Background: an optimization exercise with open tools, aiming at small area and a short achievable clock period. Do not read the settings as production practice. Only simulation tests tie the RTL to the original design; equivalence was not proved. The flow treats the clock pin as an ideal source, which a real chip does not have.

// trk_lane_rx
module trk_lane_rx (
    input  wire        clk,
    input  wire        rst,           
    input  wire        blk_valid,
    input  wire [1:0]  blk_sh,        
    input  wire [63:0] blk_pl,        
    input  wire [2:0]  cfg_lane,
    input  wire [1:0]  cfg_step,
    output reg         locked,
    output reg         dat_valid,
    output wire [7:0]  dat_idx,
    output wire [63:0] dat_pl,
    output reg         hdr_valid,
    output reg         hdr_ok,
    output reg  [47:0] hdr_fcnt,
    output reg  [15:0] hdr_claim,
    output reg  [3:0]  hdr_ql,
    output reg  [1:0]  hdr_step,
    output reg  [2:0]  hdr_state,
    output reg  [7:0]  hdr_msg,
    output reg         crc_valid,
    output reg         crc_ok
);
    reg  [57:0]  hist;
    wire [121:0] sbits = {blk_pl, hist};
    reg  [63:0]  desc;
    integer k;
    always @* for (k = 0; k < 64; k = k + 1) desc[k] = sbits[58 + k] ^ sbits[19 + k] ^ sbits[k];
    reg        lk;          
    reg        prev_hdr;    
    reg        bad_prev;    
    reg        have_prev;   
    reg  [7:0] cnt;         
    reg  [1:0] win;         
    reg  [4:0] err;         
    reg [63:0] dreg;        
    reg        t1_b0;       
    reg        t1_b1;       
    reg        t1_sh;       
    reg        t1_ls;       
    reg        t1_se;       
    reg        ok0;         
    reg [7:0]  z8;          
    reg [15:0] c16;         
    assign dat_pl  = dreg;
    assign dat_idx = cnt;
    wire [63:0] v8 = dreg;
    wire [7:0]  f8;
    wire q_64 = v8[20] ^ v8[28];
    wire q_65 = v8[5] ^ v8[21];
    wire q_66 = v8[33] ^ v8[42];
    wire q_67 = v8[11] ^ q_64;
    wire q_68 = v8[39] ^ v8[54];
    wire q_69 = v8[14] ^ q_66;
    wire q_70 = v8[63] ^ q_65;
    wire q_71 = v8[35] ^ v8[57];
    wire q_72 = v8[19] ^ v8[41];
    wire q_73 = v8[12] ^ v8[17];
    wire q_74 = v8[2] ^ v8[29];
    wire q_75 = v8[36] ^ v8[58];
    wire q_76 = v8[15] ^ v8[53];
  ...
Size: about 230 I/O pins, about 13,000 um^2 of cells after synthesis.
==> flow/config.mk <==
export PLATFORM = sky130hd
export DESIGN_NAME = trk_lane_rx
export DESIGN_NICKNAME = trk_lane_rx
export VERILOG_FILES = /design/flow/design.v
export SDC_FILE = /design/flow/constraint.sdc
export NUM_CORES = 4
export LEC_CHECK = 0
export CAP_MARGIN = 20
export CORE_MARGIN = 2
export CORE_UTILIZATION = 40
export SLEW_MARGIN = 20
==> flow/constraint.sdc <==
create_clock -name core_clock -period 13.5 [get_ports {clk}]
set_input_delay 2.7000 -clock core_clock [delete_from_list [all_inputs] [get_ports {clk}]]
set_output_delay 2.7000 -clock core_clock [all_outputs]
set_load 0.01 [all_outputs]
standard.sh (not shown) runs the stock make flow with config.mk's settings and CLKGATE_MAP_FILE= SYNTH_SCRIPT=/design/flow/synth_recipe.tcl, a recipe that flattens the netlist after the stock synthesis.
==> flow/flow/run.sh <==
#!/bin/bash
# Layout: the standard ORFS flow (standard.sh) with extra make settings from flow/params.sh:
# a smaller port-buffer cell, timing repair aimed at a tighter setup margin, smaller clock-tree
# clusters, and a two-level clock tree (flow/cts_post.tcl).
set -euo pipefail
source flow/params.sh
bash standard.sh "${ARGS[@]}" "POST_CTS_TCL=$PWD/flow/cts_post.tcl" finish > standard_flow.log 2>&1
==> flow/flow/cts_post.tcl <==
# After CTS: take out the H-tree's branch level and drive the leaf clock
# buffers from two root buffers on the clock port, each placed at the middle
# of its half of the leaves. Every flip-flop stays two like buffers from the
# clock port.
set block [ord::get_db_block]
set root [$block findInst clkbuf_0_clk]
if {$root != "NULL"} {
  set rootnet [[$root findITerm X] getNet]
  set clknet [[$root findITerm A] getNet]
  foreach inst [$block getInsts] {
    if {![string match "clkbuf_1_*" [$inst getName]]} { continue }
    if {[[$inst findITerm A] getNet] != $rootnet} { continue }
    set onet [[$inst findITerm X] getNet]
    foreach it [$onet getITerms] {
      if {[$it getInst] == $inst} { continue }
      $it disconnect
      $it connect $rootnet
    }
    puts "cts_post: removed [$inst getName]"
    odb::dbInst_destroy $inst
    odb::dbNet_destroy $onet
  }
  set leaves {}
  foreach it [$rootnet getITerms] { if {[$it getInst] != $root} { lappend leaves $it } }
  proc cmp_x {a b} { return [expr {[lindex [[$a getInst] getLocation] 0] - [lindex [[$b getInst] getLocation] 0]}] }
  set sorted [lsort -command cmp_x $leaves]
  set half [expr {[llength $sorted] / 2}]
  set root2 [odb::dbInst_create $block [$root getMaster] clkbuf_0b_clk]
  set net2 [odb::dbNet_create $block clknet_0b_clk]
  $net2 setSigType CLOCK
  [$root2 findITerm A] connect $clknet
  [$root2 findITerm X] connect $net2
  foreach it [lrange $sorted $half end] { $it disconnect; $it connect $net2 }
  foreach r [list $root $root2] n [list $rootnet $net2] {
    set sx 0; set sy 0; set k 0
    foreach it [$n getITerms] {
      if {[$it getInst] == $r} { continue }
      set l [[$it getInst] getLocation]
      incr sx [lindex $l 0]; incr sy [lindex $l 1]; incr k
    }
    $r setLocation [expr {$sx / $k}] [expr {$sy / $k}]
    $r setPlacementStatus PLACED
    puts "cts_post: [$r getName] drives $k leaves"
  }
  detailed_placement
  check_placement -verbose
  estimate_parasitics -placement
  report_clock_latency
}
==> flow/flow/params.sh <==
ARGS=("BUFFER_PORTS_ARGS=-buffer_cell sky130_fd_sc_hd__buf_1" SETUP_SLACK_MARGIN=9.7 TNS_END_PERCENT=0 CTS_CLUSTER_SIZE=25 CTS_CLUSTER_DIAMETER=100)
The first run went through all stages and came out clean.
Change:
==> flow/flow/cts_post.tcl (replaced) <==
# After CTS: take out the H-tree's branch level and drive the leaf clock
# buffers from four root buffers on the clock port, one per quarter of the
# leaves, each placed at the middle of its leaves. Every flip-flop stays two
# like buffers from the clock port.
set block [ord::get_db_block]
set root [$block findInst clkbuf_0_clk]
if {$root != "NULL"} {
  set rootnet [[$root findITerm X] getNet]
  set clknet [[$root findITerm A] getNet]
  foreach inst [$block getInsts] {
    if {![string match "clkbuf_1_*" [$inst getName]]} { continue }
    if {[[$inst findITerm A] getNet] != $rootnet} { continue }
    set onet [[$inst findITerm X] getNet]
    foreach it [$onet getITerms] {
      if {[$it getInst] == $inst} { continue }
      $it disconnect
      $it connect $rootnet
    }
    puts "cts_post: removed [$inst getName]"
    odb::dbInst_destroy $inst
    odb::dbNet_destroy $onet
  }
  set leaves {}
  foreach it [$rootnet getITerms] { if {[$it getInst] != $root} { lappend leaves $it } }
  proc cmp_x {a b} { return [expr {[lindex [[$a getInst] getLocation] 0] - [lindex [[$b getInst] getLocation] 0]}] }
  proc cmp_y {a b} { return [expr {[lindex [[$a getInst] getLocation] 1] - [lindex [[$b getInst] getLocation] 1]}] }
  set sx [lsort -command cmp_x $leaves]
  set h [expr {[llength $sx] / 2}]
  set groups {}
  foreach part [list [lrange $sx 0 [expr {$h - 1}]] [lrange $sx $h end]] {
    set sy [lsort -command cmp_y $part]
    set q [expr {[llength $sy] / 2}]
    lappend groups [lrange $sy 0 [expr {$q - 1}]] [lrange $sy $q end]
  }
  set i 0
  foreach g $groups {
    if {[llength $g] == 0} { continue }
    if {$i == 0} {
      set r $root; set n $rootnet
    } else {
      set r [odb::dbInst_create $block [$root getMaster] "clkbuf_0_${i}_clk"]
      set n [odb::dbNet_create $block "clknet_0_${i}_clk"]
      $n setSigType CLOCK
      [$r findITerm A] connect $clknet
      [$r findITerm X] connect $n
    }
    set sxx 0; set syy 0; set k 0
    foreach it $g {
      if {$i != 0} { $it disconnect; $it connect $n }
      set l [[$it getInst] getLocation]
      incr sxx [lindex $l 0]; incr syy [lindex $l 1]; incr k
    }
    $r setLocation [expr {$sxx / $k}] [expr {$syy / $k}]
    $r setPlacementStatus PLACED
    puts "cts_post: [$r getName] drives $k leaves"
    incr i
  }
  detailed_placement
  check_placement -verbose
  estimate_parasitics -placement
  report_clock_latency
}
==> flow/flow/params.sh (replaced) <==
ARGS=("BUFFER_PORTS_ARGS=-buffer_cell sky130_fd_sc_hd__buf_2" SETUP_SLACK_MARGIN=9.7 TNS_END_PERCENT=0 CTS_CLUSTER_SIZE=25 CTS_CLUSTER_DIAMETER=100 SLEW_MARGIN=50)
=> Synthesized area does not change; cell count grows by about 0.3%; die area is unchanged.

-- re-timing with driven ports --
The results above use ideal ports. As a check the final layouts listed here were re-extracted and re-timed, cells and wires unchanged.
Step 1: set_driving_cell puts a clkbuf_16 on clk and a buf_2 on each other input, an assumption about the parent block.
Step 2 also shifts input and output timing later by t, the mid clock arrival at the registers, as if the neighbouring blocks saw the same clock.
a / b / c = ideal / step 1 / step 2; a / b = the first two.
run	t, ns	setup WS [ns]	hold slack, ns	worst data-port slew with drivers (ns)	cell pins on the clock port's net
the first run	0.419	9.607 / 9.615 / 9.216	0.432 / 0.432 / 0.432	0.05	2
the second run	0.412	9.782 / 9.679 / 9.472	0.459 / 0.459 / 0.459	0.05	4
After both steps setup and hold are still met in every run listed. For the first run, which loses most, drivers alone change the setup slack by +0.008 ns; drivers and shift together by -0.391 ns.
